This design comes from an exercise in tuning for small area, a short achievable clock period and few clock cycles per item on the open sky130 flow, not from production work.
Only simulation tests tie the RTL to the original design; equivalence was not proved.
Power figures rest on the tool's default switching activity, not on a simulated workload.

==> v35: inputs <==
// sluice_placer
module sluice_placer #(
    parameter NR = 2             
) (
    input  wire        clk,
    input  wire        rst,
    input  wire        cmd_valid,
    output wire        cmd_ready,
    input  wire [2:0]  cmd_op,
    input  wire        cmd_lane,
    input  wire [8:0]  cmd_onu,
    input  wire [16:0] cmd_len,
    input  wire [16:0] cmd_pos,
    input  wire [7:0]  cmd_ovh,
    input  wire        cmd_grant,
    input  wire        cmd_torrent,
    input  wire [47:0] cmd_fns,
    input  wire [31:0] cmd_period,
    input  wire [31:0] cmd_phase,
    output reg         rsp_valid,
    output reg  [1:0]  rsp_status,
    output reg  [16:0] rsp_start,
    output reg  [7:0]  rsp_steps,
    output wire [16:0] rsp_cur0,
    output wire [16:0] rsp_cur1
);
Settings: LEC_CHECK=0, CAP_MARGIN=20, CORE_MARGIN=2, CORE_UTILIZATION=40, SETUP_SLACK_MARGIN=5, SLEW_MARGIN=20; clock period 11.0 ns.
run.sh (not shown) runs the stock make flow with config.mk's settings and CLKGATE_MAP_FILE= SYNTH_SCRIPT=/design/flow/synth_recipe.tcl, a recipe that flattens the netlist after the stock synthesis.
==> v11 (differences from v35) <==
--- a/flow/design.v
+++ b/flow/design.v
@@ -29,46 +29,46 @@
     output wire         lt
 );
     wire [W-1:0] s_unused;
     wire         ge;
     sluice_add #(.W(W)) u (.a(a), .b(~b), .ci(1'b1), .s(s_unused), .co(ge));
     assign lt = ~ge;
 endmodule
 module sluice_div #(parameter N = 2) (
-    input  wire [31:0]    r,
+    input  wire [29:0]    r,
     input  wire [2*N-1:0] b,
-    input  wire [31:0]    p,
-    input  wire [33:0]    p3,
-    output wire [31:0]    r_out
+    input  wire [29:0]    p,
+    input  wire [31:0]    p3,
+    output wire [29:0]    r_out
 );
-    wire [31:0] rr [0:N];
+    wire [29:0] rr [0:N];
     assign rr[0] = r;
     genvar i;
     generate
         for (i = 0; i < N; i = i + 1) begin : st
             sluice_div4 u (.r(rr[i]), .b(b[2*N-1-2*i -: 2]), .p(p), .p3(p3), .r_out(rr[i+1]));
         end
     endgenerate
     assign r_out = rr[N];
 endmodule
 module sluice_div4 (
-    input  wire [31:0] r,
+    input  wire [29:0] r,
     input  wire [1:0]  b,
-    input  wire [31:0] p,
-    input  wire [33:0] p3,
-    output wire [31:0] r_out
+    input  wire [29:0] p,
+    input  wire [31:0] p3,
+    output wire [29:0] r_out
 );
-    wire [33:0] t = {r, b};
-    wire [33:0] d1, d2, d3;
+    wire [31:0] t = {r, b};
+    wire [31:0] d1, d2, d3;
     wire        ge1, ge2, ge3;
-    sluice_add #(.W(34)) u1 (.a(t), .b(~{2'b00, p}),       .ci(1'b1), .s(d1), .co(ge1));
-    sluice_add #(.W(34)) u2 (.a(t), .b(~{1'b0, p, 1'b0}),  .ci(1'b1), .s(d2), .co(ge2));
-    sluice_add #(.W(34)) u3 (.a(t), .b(~p3),               .ci(1'b1), .s(d3), .co(ge3));
-    assign r_out = ge3 ? d3[31:0] : ge2 ? d2[31:0] : ge1 ? d1[31:0] : t[31:0];
+    sluice_add #(.W(32)) u1 (.a(t), .b(~{2'b00, p}),       .ci(1'b1), .s(d1), .co(ge1));
+    sluice_add #(.W(32)) u2 (.a(t), .b(~{1'b0, p, 1'b0}),  .ci(1'b1), .s(d2), .co(ge2));
+    sluice_add #(.W(32)) u3 (.a(t), .b(~p3),               .ci(1'b1), .s(d3), .co(ge3));
+    assign r_out = ge3 ? d3[29:0] : ge2 ? d2[29:0] : ge1 ? d1[29:0] : t[29:0];
 endmodule
 module sluice_lt3 #(parameter W = 19) (
     input  wire [W-1:0] x,
     input  wire [W-1:0] y,
     input  wire [W-1:0] lo,
     output wire         lt
 );
     wire [W-1:0] z = ~lo;
@@ -146,41 +146,40 @@
     reg [7:0]  c_ovh;
     reg        c_grant;
     reg        c_torrent;
     reg [47:0] c_fns;
     reg [31:0] c_per;
     reg [31:0] c_ph;
     reg [17:0] c_inc;               
     reg [17:0] c_xlo;               
-    reg [33:0] c_p3;                
+    reg [31:0] c_p3;                
     reg        cont_q;              
     assign cmd_ready = ready_r;
     wire accept = cmd_valid & ready_r;
     wire [17:0] in_inc, in_xlo;
-    wire [33:0] in_p3;
+    wire [31:0] in_p3;
     wire        co_u0, co_u1, co_u3;
     sluice_add #(.W(18)) u_inc  (.a({1'b0, cmd_len}), .b({10'd0, cmd_ovh}), .ci(1'b0),
                                  .s(in_inc), .co(co_u0));
     sluice_add #(.W(18)) u_xlo  (.a({1'b0, cmd_pos}), .b(~{10'd0, cmd_ovh}), .ci(1'b1),
                                  .s(in_xlo), .co(co_u1));
-    sluice_add #(.W(34)) u_p3   (.a({2'b00, cmd_period}), .b({1'b0, cmd_period, 1'b0}), .ci(1'b0),
-                                 .s(in_p3), .co(co_u3));
+    sluice_add #(.W(32)) u_p3   (.a({2'b00, cmd_period[29:0]}), .b({1'b0, cmd_period[29:0], 1'b0}),
+                                 .ci(1'b0), .s(in_p3), .co(co_u3));
     reg [2:0]  mode;
     reg        lane_q;              
     reg        x_lane;
     reg        x_grant;
     reg [8:0]  x_onu;
     reg [16:0] xw;                  
     reg [17:0] xa;                  
     reg [8:0]  x_o;                 
     reg [17:0] x_inc;               
-    reg [15:0] ov_r;                
     reg        sbig;                
-    reg [31:0] r;                   
+    reg [29:0] r;                   
     reg [NG-1:0] oh;                
     reg [17:0] g2;                  
     reg        gbig;
     reg [16:0] p17;
     reg        pbig;
     reg [7:0]  steps;
     reg [2:0]  j_in;
     always @(*) begin
@@ -199,39 +198,48 @@
         3'd5:    begin r_j0 = {12'd0, cmd_fns[47:28]}; r_j1 = {8'd0,  cmd_fns[47:24]}; end
         3'd4:    begin r_j0 = {16'd0, cmd_fns[47:32]}; r_j1 = {12'd0, cmd_fns[47:28]}; end
         3'd3:    begin r_j0 = {20'd0, cmd_fns[47:36]}; r_j1 = {16'd0, cmd_fns[47:32]}; end
         default: begin r_j0 = {24'd0, cmd_fns[47:40]}; r_j1 = {20'd0, cmd_fns[47:36]}; end
         endcase
     end
     wire       j1_ok;
     sluice_lt #(.W(32)) u_j1 (.a(r_j1), .b(cmd_period), .lt(j1_ok));
-    wire [3:0] jn_in = {1'b0, j_in} + {3'd0, j1_ok};
-    wire [31:0] r_in = j1_ok ? r_j1 : r_j0;
-    wire [NG-1:0] oh_in = {{(NG-1){1'b0}}, 1'b1} << (NG - 1 - (4 * jn_in) / GB);
-    reg [GB-1:0] grp, grp_in, grp_nx;
+    wire [29:0] r_in = j1_ok ? r_j1[29:0] : r_j0[29:0];
+    reg [11:0] oh_j0;
+    reg [3:0]  grp_j0, grp_j1;
+    always @(*) begin
+        case (j_in)
+        3'd7:    begin oh_j0 = 12'b000000010000; grp_j0 = cmd_fns[19:16]; grp_j1 = cmd_fns[15:12]; end
+        3'd6:    begin oh_j0 = 12'b000000100000; grp_j0 = cmd_fns[23:20]; grp_j1 = cmd_fns[19:16]; end
+        3'd5:    begin oh_j0 = 12'b000001000000; grp_j0 = cmd_fns[27:24]; grp_j1 = cmd_fns[23:20]; end
+        3'd4:    begin oh_j0 = 12'b000010000000; grp_j0 = cmd_fns[31:28]; grp_j1 = cmd_fns[27:24]; end
+        3'd3:    begin oh_j0 = 12'b000100000000; grp_j0 = cmd_fns[35:32]; grp_j1 = cmd_fns[31:28]; end
+        default: begin oh_j0 = 12'b001000000000; grp_j0 = cmd_fns[39:36]; grp_j1 = cmd_fns[35:32]; end
+        endcase
+    end
+    wire [NG-1:0] oh_in  = j1_ok ? (oh_j0 >> 1) : oh_j0;
+    wire [GB-1:0] grp_in = j1_ok ? grp_j1 : grp_j0;
+    reg  [GB-1:0] grp, grp_nx;
     integer gi;
     always @(*) begin
-        grp_in = {GB{1'b0}};
         grp_nx = {GB{1'b0}};
-        for (gi = 0; gi < NG; gi = gi + 1) begin
-            grp_in = grp_in | ({GB{oh_in[gi]}} & cmd_fns[GB*gi +: GB]);
-            if (gi < NG - 1)
-                grp_nx = grp_nx | ({GB{oh[gi+1]}} & c_fns[GB*gi +: GB]);
-        end
+        for (gi = 0; gi < NG - 1; gi = gi + 1)
+            grp_nx = grp_nx | ({GB{oh[gi+1]}} & c_fns[GB*gi +: GB]);
     end
-    wire [31:0] r_next;
-    sluice_div #(.N(NR)) u_div (.r(r), .b(grp), .p(c_per), .p3(c_p3), .r_out(r_next));
-    wire [32:0] gd;
+    wire [29:0] r_next;
+    sluice_div #(.N(NR)) u_div (.r(r), .b(grp), .p(c_per[29:0]), .p3(c_p3), .r_out(r_next));
+    wire [29:0] gd;
     wire        gd_ge;
-    sluice_add #(.W(33)) u_gd (.a({1'b0, c_ph}), .b(~{1'b0, r}), .ci(1'b1), .s(gd), .co(gd_ge));
-    wire [32:0] gp;
+    sluice_add #(.W(30)) u_gd (.a(c_ph[29:0]), .b(~r), .ci(1'b1), .s(gd), .co(gd_ge));
+    wire [29:0] gp;
     wire        gp_co;
-    sluice_add #(.W(33)) u_gp (.a(gd), .b({1'b0, c_per}), .ci(1'b0), .s(gp), .co(gp_co));
-    wire [31:0] g0 = gd_ge ? gd[31:0] : gp[31:0];
+    sluice_add #(.W(30)) u_gp (.a(gd), .b(c_per[29:0]), .ci(1'b0), .s(gp), .co(gp_co));
+    wire [29:0] g0 = gd_ge ? gd : gp;
+    wire        gbig_in = |g0[29:17];
     wire [32:0] gw  = {15'd0, g2};
     wire [32:0] t0  = gw << 13;
     wire [32:0] t1  = gw << 8;
     wire [32:0] t2  = gw << 1;
     wire [32:0] t3  = gw >> 3;
     wire [32:0] t4  = gw >> 7;
     wire [32:0] t5  = ~(gw << 11);
     wire [32:0] t6  = ~(gw << 5);
@@ -308,17 +316,17 @@
     wire [15:0] ov     = rv_l & lo_lt & hi_gt;
     wire        any_ov = |ov;
     reg  [16:0] hi_pick;            
     reg         found;
     always @(*) begin
         hi_pick = 17'd0;
         found   = 1'b0;
         for (k = 0; k < 16; k = k + 1)
-            if (ov_r[k] && !found) begin
+            if (ov[k] && !found) begin
                 hi_pick = rhi_l[k];
                 found   = 1'b1;
             end
     end
     wire        fb_lt_b, a_lt_cur;
     sluice_lt3 #(.W(19)) u_bover (.x({1'b0, X}), .y({1'b0, Y}), .lo({2'b00, fb}), .lt(fb_lt_b));
     sluice_lt  #(.W(17)) u_alate (.a(A[16:0]), .b(cur_l), .lt(a_lt_cur));
     wire        b_over  = fb_lt_b;
@@ -348,31 +356,31 @@
     reg [2:0] mode_n;
     reg       consume;
     always @(*) begin
         mode_n  = mode;
         consume = 1'b0;
         case (mode)
         M_IDLE: if (cv) begin
             consume = 1'b1;
-            if (c_op == OP_FLOW && !b_over && any_ov) mode_n = M_FIT0;
+            if (c_op == OP_FLOW && !b_over && any_ov) mode_n = M_FIT1;
             if (c_op == OP_ALIGN) mode_n = oh[0] ? M_G : M_MOD;
         end
         M_FIT0: mode_n = M_FIT1;
-        M_FIT1: mode_n = (b_over || !any_ov) ? M_IDLE : M_FIT0;
+        M_FIT1: mode_n = (b_over || !any_ov) ? M_IDLE : M_FIT1;
         M_MOD:  if (oh[0]) mode_n = M_G;
-        M_G:    mode_n = M_S;
+        M_G:    mode_n = gbig_in ? M_IDLE : M_S;
         M_S:    mode_n = M_CHK;
         M_CHK:  if (sbig || b_over || !x_late) mode_n = M_IDLE;
         default: mode_n = M_IDLE;
         endcase
     end
     wire       cv_n    = accept | (cv & ~consume);
     wire [2:0] op_n    = accept ? cmd_op : c_op;
-    wire       ready_n = (mode_n != M_MOD) && (mode_n != M_G) &&
+    wire       ready_n = (mode_n != M_MOD) &&
                          (!cv_n || (mode_n == M_IDLE && op_n != OP_ALIGN));
     wire       xl_n    = (run_c && (c_op == OP_FLOW || c_op == OP_ALIGN)) ? c_lane : x_lane;
     wire       cl_n    = accept ? cmd_lane : c_lane;
     wire       lane_n  = (mode_n == M_FIT0 || mode_n == M_FIT1 || mode_n == M_CHK) ? xl_n : cl_n;
     wire flow_ok  = (flow_c & run_c | is_fit) & !b_over & !any_ov & !f_nofit;
     wire fixed_ok = (run_c & (c_op == OP_FIXED) | is_chk & !sbig) & !x_late & !x_nofit;
     wire       upd0    = flow_ok & !lane;
     wire       upd1    = flow_ok & lane;
@@ -475,17 +483,17 @@
                     rsp_status <= ST_NOFIT;
                 end else if (!any_ov) begin
                     rsp_valid <= 1'b1;
                     rsp_start <= s_fl;
                 end
                 x_lane  <= c_lane;
                 x_grant <= c_grant;
                 x_onu   <= c_onu;
-                ov_r    <= ov;
+                xw      <= hi_pick;
                 x_o     <= c_grant ? {1'b0, c_ovh} : 9'd0;
                 x_inc   <= c_grant ? c_inc : {1'b0, c_len};
             end
             OP_FIXED: begin
                 rsp_valid <= 1'b1;
                 if (x_late) begin
                     rsp_status <= ST_LATE;
                 end else if (x_nofit) begin
@@ -498,35 +506,38 @@
                 x_lane <= c_lane;
                 x_o    <= -{1'b0, c_ovh};
                 x_inc  <= {1'b0, c_len};
                 steps  <= 8'd0;
             end
             default: rsp_valid <= 1'b1;
             endcase
         end
-        M_FIT0: xw <= hi_pick;
         M_FIT1: begin
             rsp_start  <= 17'd0;
             rsp_steps  <= 8'd0;
             rsp_status <= ST_OK;
-            ov_r <= ov;
+            xw <= hi_pick;
             if (b_over || (!any_ov && f_nofit)) begin
                 rsp_valid  <= 1'b1;
                 rsp_status <= ST_NOFIT;
             end else if (!any_ov) begin
                 rsp_valid <= 1'b1;
                 rsp_start <= s_fl;
             end
         end
         M_G: begin
+            rsp_valid  <= gbig_in;
+            rsp_status <= ST_LATE;
+            rsp_start  <= 17'd0;
+            rsp_steps  <= 8'd1;
             g2   <= g2_0;
-            gbig <= |g0[31:17];
+            gbig <= gbig_in;
             p17  <= c_per[16:0];
-            pbig <= |c_per[31:17];
+            pbig <= |c_per[29:17];
         end
         M_S: begin
             xw   <= s_new;
             xa   <= a_new;
             sbig <= gbig;
             g2   <= g2_add;
             gbig <= g_nbig;
         end
==> flow/config.mk (replaced) <==
export PLATFORM = sky130hd
export DESIGN_NAME = sluice_placer
export DESIGN_NICKNAME = sluice_placer
export VERILOG_FILES = /design/flow/design.v
export SDC_FILE = /design/flow/constraint.sdc
export NUM_CORES = 4
export LEC_CHECK = 0
export CAP_MARGIN = 20
export CORE_MARGIN = 2
export CORE_UTILIZATION = 50
export SETUP_SLACK_MARGIN = 4
export SLEW_MARGIN = 20
==> v34 (differences from v35) <==
--- a/flow/design.v
+++ b/flow/design.v
@@ -168,17 +168,16 @@
     reg        lane_q;              
     reg        x_lane;
     reg        x_grant;
     reg [8:0]  x_onu;
     reg [16:0] xw;                  
     reg [17:0] xa;                  
     reg [8:0]  x_o;                 
     reg [17:0] x_inc;               
-    reg [15:0] ov_r;                
     reg        sbig;                
     reg [31:0] r;                   
     reg [NG-1:0] oh;                
     reg [17:0] g2;                  
     reg        gbig;
     reg [16:0] p17;
     reg        pbig;
     reg [7:0]  steps;
@@ -199,39 +198,48 @@
         3'd5:    begin r_j0 = {12'd0, cmd_fns[47:28]}; r_j1 = {8'd0,  cmd_fns[47:24]}; end
         3'd4:    begin r_j0 = {16'd0, cmd_fns[47:32]}; r_j1 = {12'd0, cmd_fns[47:28]}; end
         3'd3:    begin r_j0 = {20'd0, cmd_fns[47:36]}; r_j1 = {16'd0, cmd_fns[47:32]}; end
         default: begin r_j0 = {24'd0, cmd_fns[47:40]}; r_j1 = {20'd0, cmd_fns[47:36]}; end
         endcase
     end
     wire       j1_ok;
     sluice_lt #(.W(32)) u_j1 (.a(r_j1), .b(cmd_period), .lt(j1_ok));
-    wire [3:0] jn_in = {1'b0, j_in} + {3'd0, j1_ok};
     wire [31:0] r_in = j1_ok ? r_j1 : r_j0;
-    wire [NG-1:0] oh_in = {{(NG-1){1'b0}}, 1'b1} << (NG - 1 - (4 * jn_in) / GB);
-    reg [GB-1:0] grp, grp_in, grp_nx;
+    reg [11:0] oh_j0;
+    reg [3:0]  grp_j0, grp_j1;
+    always @(*) begin
+        case (j_in)
+        3'd7:    begin oh_j0 = 12'b000000010000; grp_j0 = cmd_fns[19:16]; grp_j1 = cmd_fns[15:12]; end
+        3'd6:    begin oh_j0 = 12'b000000100000; grp_j0 = cmd_fns[23:20]; grp_j1 = cmd_fns[19:16]; end
+        3'd5:    begin oh_j0 = 12'b000001000000; grp_j0 = cmd_fns[27:24]; grp_j1 = cmd_fns[23:20]; end
+        3'd4:    begin oh_j0 = 12'b000010000000; grp_j0 = cmd_fns[31:28]; grp_j1 = cmd_fns[27:24]; end
+        3'd3:    begin oh_j0 = 12'b000100000000; grp_j0 = cmd_fns[35:32]; grp_j1 = cmd_fns[31:28]; end
+        default: begin oh_j0 = 12'b001000000000; grp_j0 = cmd_fns[39:36]; grp_j1 = cmd_fns[35:32]; end
+        endcase
+    end
+    wire [NG-1:0] oh_in  = j1_ok ? (oh_j0 >> 1) : oh_j0;
+    wire [GB-1:0] grp_in = j1_ok ? grp_j1 : grp_j0;
+    reg  [GB-1:0] grp, grp_nx;
     integer gi;
     always @(*) begin
-        grp_in = {GB{1'b0}};
         grp_nx = {GB{1'b0}};
-        for (gi = 0; gi < NG; gi = gi + 1) begin
-            grp_in = grp_in | ({GB{oh_in[gi]}} & cmd_fns[GB*gi +: GB]);
-            if (gi < NG - 1)
-                grp_nx = grp_nx | ({GB{oh[gi+1]}} & c_fns[GB*gi +: GB]);
-        end
+        for (gi = 0; gi < NG - 1; gi = gi + 1)
+            grp_nx = grp_nx | ({GB{oh[gi+1]}} & c_fns[GB*gi +: GB]);
     end
     wire [31:0] r_next;
     sluice_div #(.N(NR)) u_div (.r(r), .b(grp), .p(c_per), .p3(c_p3), .r_out(r_next));
     wire [32:0] gd;
     wire        gd_ge;
     sluice_add #(.W(33)) u_gd (.a({1'b0, c_ph}), .b(~{1'b0, r}), .ci(1'b1), .s(gd), .co(gd_ge));
     wire [32:0] gp;
     wire        gp_co;
     sluice_add #(.W(33)) u_gp (.a(gd), .b({1'b0, c_per}), .ci(1'b0), .s(gp), .co(gp_co));
     wire [31:0] g0 = gd_ge ? gd[31:0] : gp[31:0];
+    wire        gbig_in = |g0[31:17];
     wire [32:0] gw  = {15'd0, g2};
     wire [32:0] t0  = gw << 13;
     wire [32:0] t1  = gw << 8;
     wire [32:0] t2  = gw << 1;
     wire [32:0] t3  = gw >> 3;
     wire [32:0] t4  = gw >> 7;
     wire [32:0] t5  = ~(gw << 11);
     wire [32:0] t6  = ~(gw << 5);
@@ -308,17 +316,17 @@
     wire [15:0] ov     = rv_l & lo_lt & hi_gt;
     wire        any_ov = |ov;
     reg  [16:0] hi_pick;            
     reg         found;
     always @(*) begin
         hi_pick = 17'd0;
         found   = 1'b0;
         for (k = 0; k < 16; k = k + 1)
-            if (ov_r[k] && !found) begin
+            if (ov[k] && !found) begin
                 hi_pick = rhi_l[k];
                 found   = 1'b1;
             end
     end
     wire        fb_lt_b, a_lt_cur;
     sluice_lt3 #(.W(19)) u_bover (.x({1'b0, X}), .y({1'b0, Y}), .lo({2'b00, fb}), .lt(fb_lt_b));
     sluice_lt  #(.W(17)) u_alate (.a(A[16:0]), .b(cur_l), .lt(a_lt_cur));
     wire        b_over  = fb_lt_b;
@@ -348,31 +356,31 @@
     reg [2:0] mode_n;
     reg       consume;
     always @(*) begin
         mode_n  = mode;
         consume = 1'b0;
         case (mode)
         M_IDLE: if (cv) begin
             consume = 1'b1;
-            if (c_op == OP_FLOW && !b_over && any_ov) mode_n = M_FIT0;
+            if (c_op == OP_FLOW && !b_over && any_ov) mode_n = M_FIT1;
             if (c_op == OP_ALIGN) mode_n = oh[0] ? M_G : M_MOD;
         end
         M_FIT0: mode_n = M_FIT1;
-        M_FIT1: mode_n = (b_over || !any_ov) ? M_IDLE : M_FIT0;
+        M_FIT1: mode_n = (b_over || !any_ov) ? M_IDLE : M_FIT1;
         M_MOD:  if (oh[0]) mode_n = M_G;
-        M_G:    mode_n = M_S;
+        M_G:    mode_n = gbig_in ? M_IDLE : M_S;
         M_S:    mode_n = M_CHK;
         M_CHK:  if (sbig || b_over || !x_late) mode_n = M_IDLE;
         default: mode_n = M_IDLE;
         endcase
     end
     wire       cv_n    = accept | (cv & ~consume);
     wire [2:0] op_n    = accept ? cmd_op : c_op;
-    wire       ready_n = (mode_n != M_MOD) && (mode_n != M_G) &&
+    wire       ready_n = (mode_n != M_MOD) &&
                          (!cv_n || (mode_n == M_IDLE && op_n != OP_ALIGN));
     wire       xl_n    = (run_c && (c_op == OP_FLOW || c_op == OP_ALIGN)) ? c_lane : x_lane;
     wire       cl_n    = accept ? cmd_lane : c_lane;
     wire       lane_n  = (mode_n == M_FIT0 || mode_n == M_FIT1 || mode_n == M_CHK) ? xl_n : cl_n;
     wire flow_ok  = (flow_c & run_c | is_fit) & !b_over & !any_ov & !f_nofit;
     wire fixed_ok = (run_c & (c_op == OP_FIXED) | is_chk & !sbig) & !x_late & !x_nofit;
     wire       upd0    = flow_ok & !lane;
     wire       upd1    = flow_ok & lane;
@@ -475,17 +483,17 @@
                     rsp_status <= ST_NOFIT;
                 end else if (!any_ov) begin
                     rsp_valid <= 1'b1;
                     rsp_start <= s_fl;
                 end
                 x_lane  <= c_lane;
                 x_grant <= c_grant;
                 x_onu   <= c_onu;
-                ov_r    <= ov;
+                xw      <= hi_pick;
                 x_o     <= c_grant ? {1'b0, c_ovh} : 9'd0;
                 x_inc   <= c_grant ? c_inc : {1'b0, c_len};
             end
             OP_FIXED: begin
                 rsp_valid <= 1'b1;
                 if (x_late) begin
                     rsp_status <= ST_LATE;
                 end else if (x_nofit) begin
@@ -498,33 +506,36 @@
                 x_lane <= c_lane;
                 x_o    <= -{1'b0, c_ovh};
                 x_inc  <= {1'b0, c_len};
                 steps  <= 8'd0;
             end
             default: rsp_valid <= 1'b1;
             endcase
         end
-        M_FIT0: xw <= hi_pick;
         M_FIT1: begin
             rsp_start  <= 17'd0;
             rsp_steps  <= 8'd0;
             rsp_status <= ST_OK;
-            ov_r <= ov;
+            xw <= hi_pick;
             if (b_over || (!any_ov && f_nofit)) begin
                 rsp_valid  <= 1'b1;
                 rsp_status <= ST_NOFIT;
             end else if (!any_ov) begin
                 rsp_valid <= 1'b1;
                 rsp_start <= s_fl;
             end
         end
         M_G: begin
+            rsp_valid  <= gbig_in;
+            rsp_status <= ST_LATE;
+            rsp_start  <= 17'd0;
+            rsp_steps  <= 8'd1;
             g2   <= g2_0;
-            gbig <= |g0[31:17];
+            gbig <= gbig_in;
             p17  <= c_per[16:0];
             pbig <= |c_per[31:17];
         end
         M_S: begin
             xw   <= s_new;
             xa   <= a_new;
             sbig <= gbig;
             g2   <= g2_add;
==> flow/config.mk (replaced) <==
export PLATFORM = sky130hd
export DESIGN_NAME = sluice_placer
export DESIGN_NICKNAME = sluice_placer
export VERILOG_FILES = /design/flow/design.v
export SDC_FILE = /design/flow/constraint.sdc
export NUM_CORES = 4
export LEC_CHECK = 0
export CAP_MARGIN = 20
export CORE_MARGIN = 2
export CORE_UTILIZATION = 50
export SETUP_SLACK_MARGIN = 4
export SLEW_MARGIN = 20
==> run notes <==
Clock power, lowest first: v11, v34, v35. Hold slack, lowest first: v34, v11, v35. Between v34 and v11, the lower clock skew is in v34 (gap 0.012 ns). Area after synthesis: v11 < v34 < v35. Via count: v35 is larger than v34 (1.2%).
==> figures <==
|  | v35 | v34 | v11 |
|---|---|---|---|
| Status | timing/DRC/antenna clean | timing/DRC/antenna clean | timing/DRC/antenna clean |
| Combinational power share | 63.6% | 62.2% | 61.8% |
| Fraction of area in multi-input gates | 46.3% | 46.9% | 46.5% |
| Worst path bufs/invs | 5 | 4 | 7 |
| Final Wtd Congestion | 0.949 | 1.01 | 0.957 |
| Post-synthesis share of cell area spent on and, or, nand and nor gates | 8.39% | 8.54% | 8.75% |
| Startpoint of the worst register-to-register path | c_per[12] | c_op[0] | mode[0] |
| Placement row count | 192 | 171 | 170 |
| Required time of the critical path | 11.59 ns | 11.55 ns | 11.59 ns |
| Non-clk invs | 750 | 801 | 746 |
| Hold path startpoint | c_onu[3] | c_onu[8] | c_onu[3] |
| Fraction of area in registers | 35.5% | 37.0% | 37.4% |
Testbench counts of v35, summed over its fixed seeds: cycles 37,806, items 19,544.
Testbench counts of v11, summed over its fixed seeds: cycles 36,856, items 19,544.
Testbench counts of v34, summed over its fixed seeds: cycles 36,856, items 19,544.

[what the ideal ports hide]
In the flow no input, the clock included, has a driving cell. The finished layouts below were timed again as built, in two steps.
Step 1 assumes that a clkbuf_16 drives the clock port and a buf_2 every other input.
Step 2 adds t to the input delays and takes it off the output delays; t is the mean of the earliest and latest rising clock arrival at the registers after step 1. Input paths then give back, and output paths get back, about the clock's delay inside the block.
Three values: ideal, step 1, step 2; two values: the first two.
run	t (ns)	setup WS [ns]	hold WS [ns]	latest minus earliest clock arrival (ns)
v35	0.964	4.015 / 4.015 / 3.754	0.463 / 0.463 / 0.463	0.059 / 0.059
v11	0.929	4.001 / 4.001 / 3.295	0.462 / 0.462 / 0.462	0.063 / 0.063
v34	0.911	3.916 / 3.916 / 3.536	0.460 / 0.460 / 0.460	0.049 / 0.049
After both steps every run listed still meets setup and hold. The setup slack of v11, which loses most, moves by 0.000 ns with the drivers and by -0.706 ns with both steps.
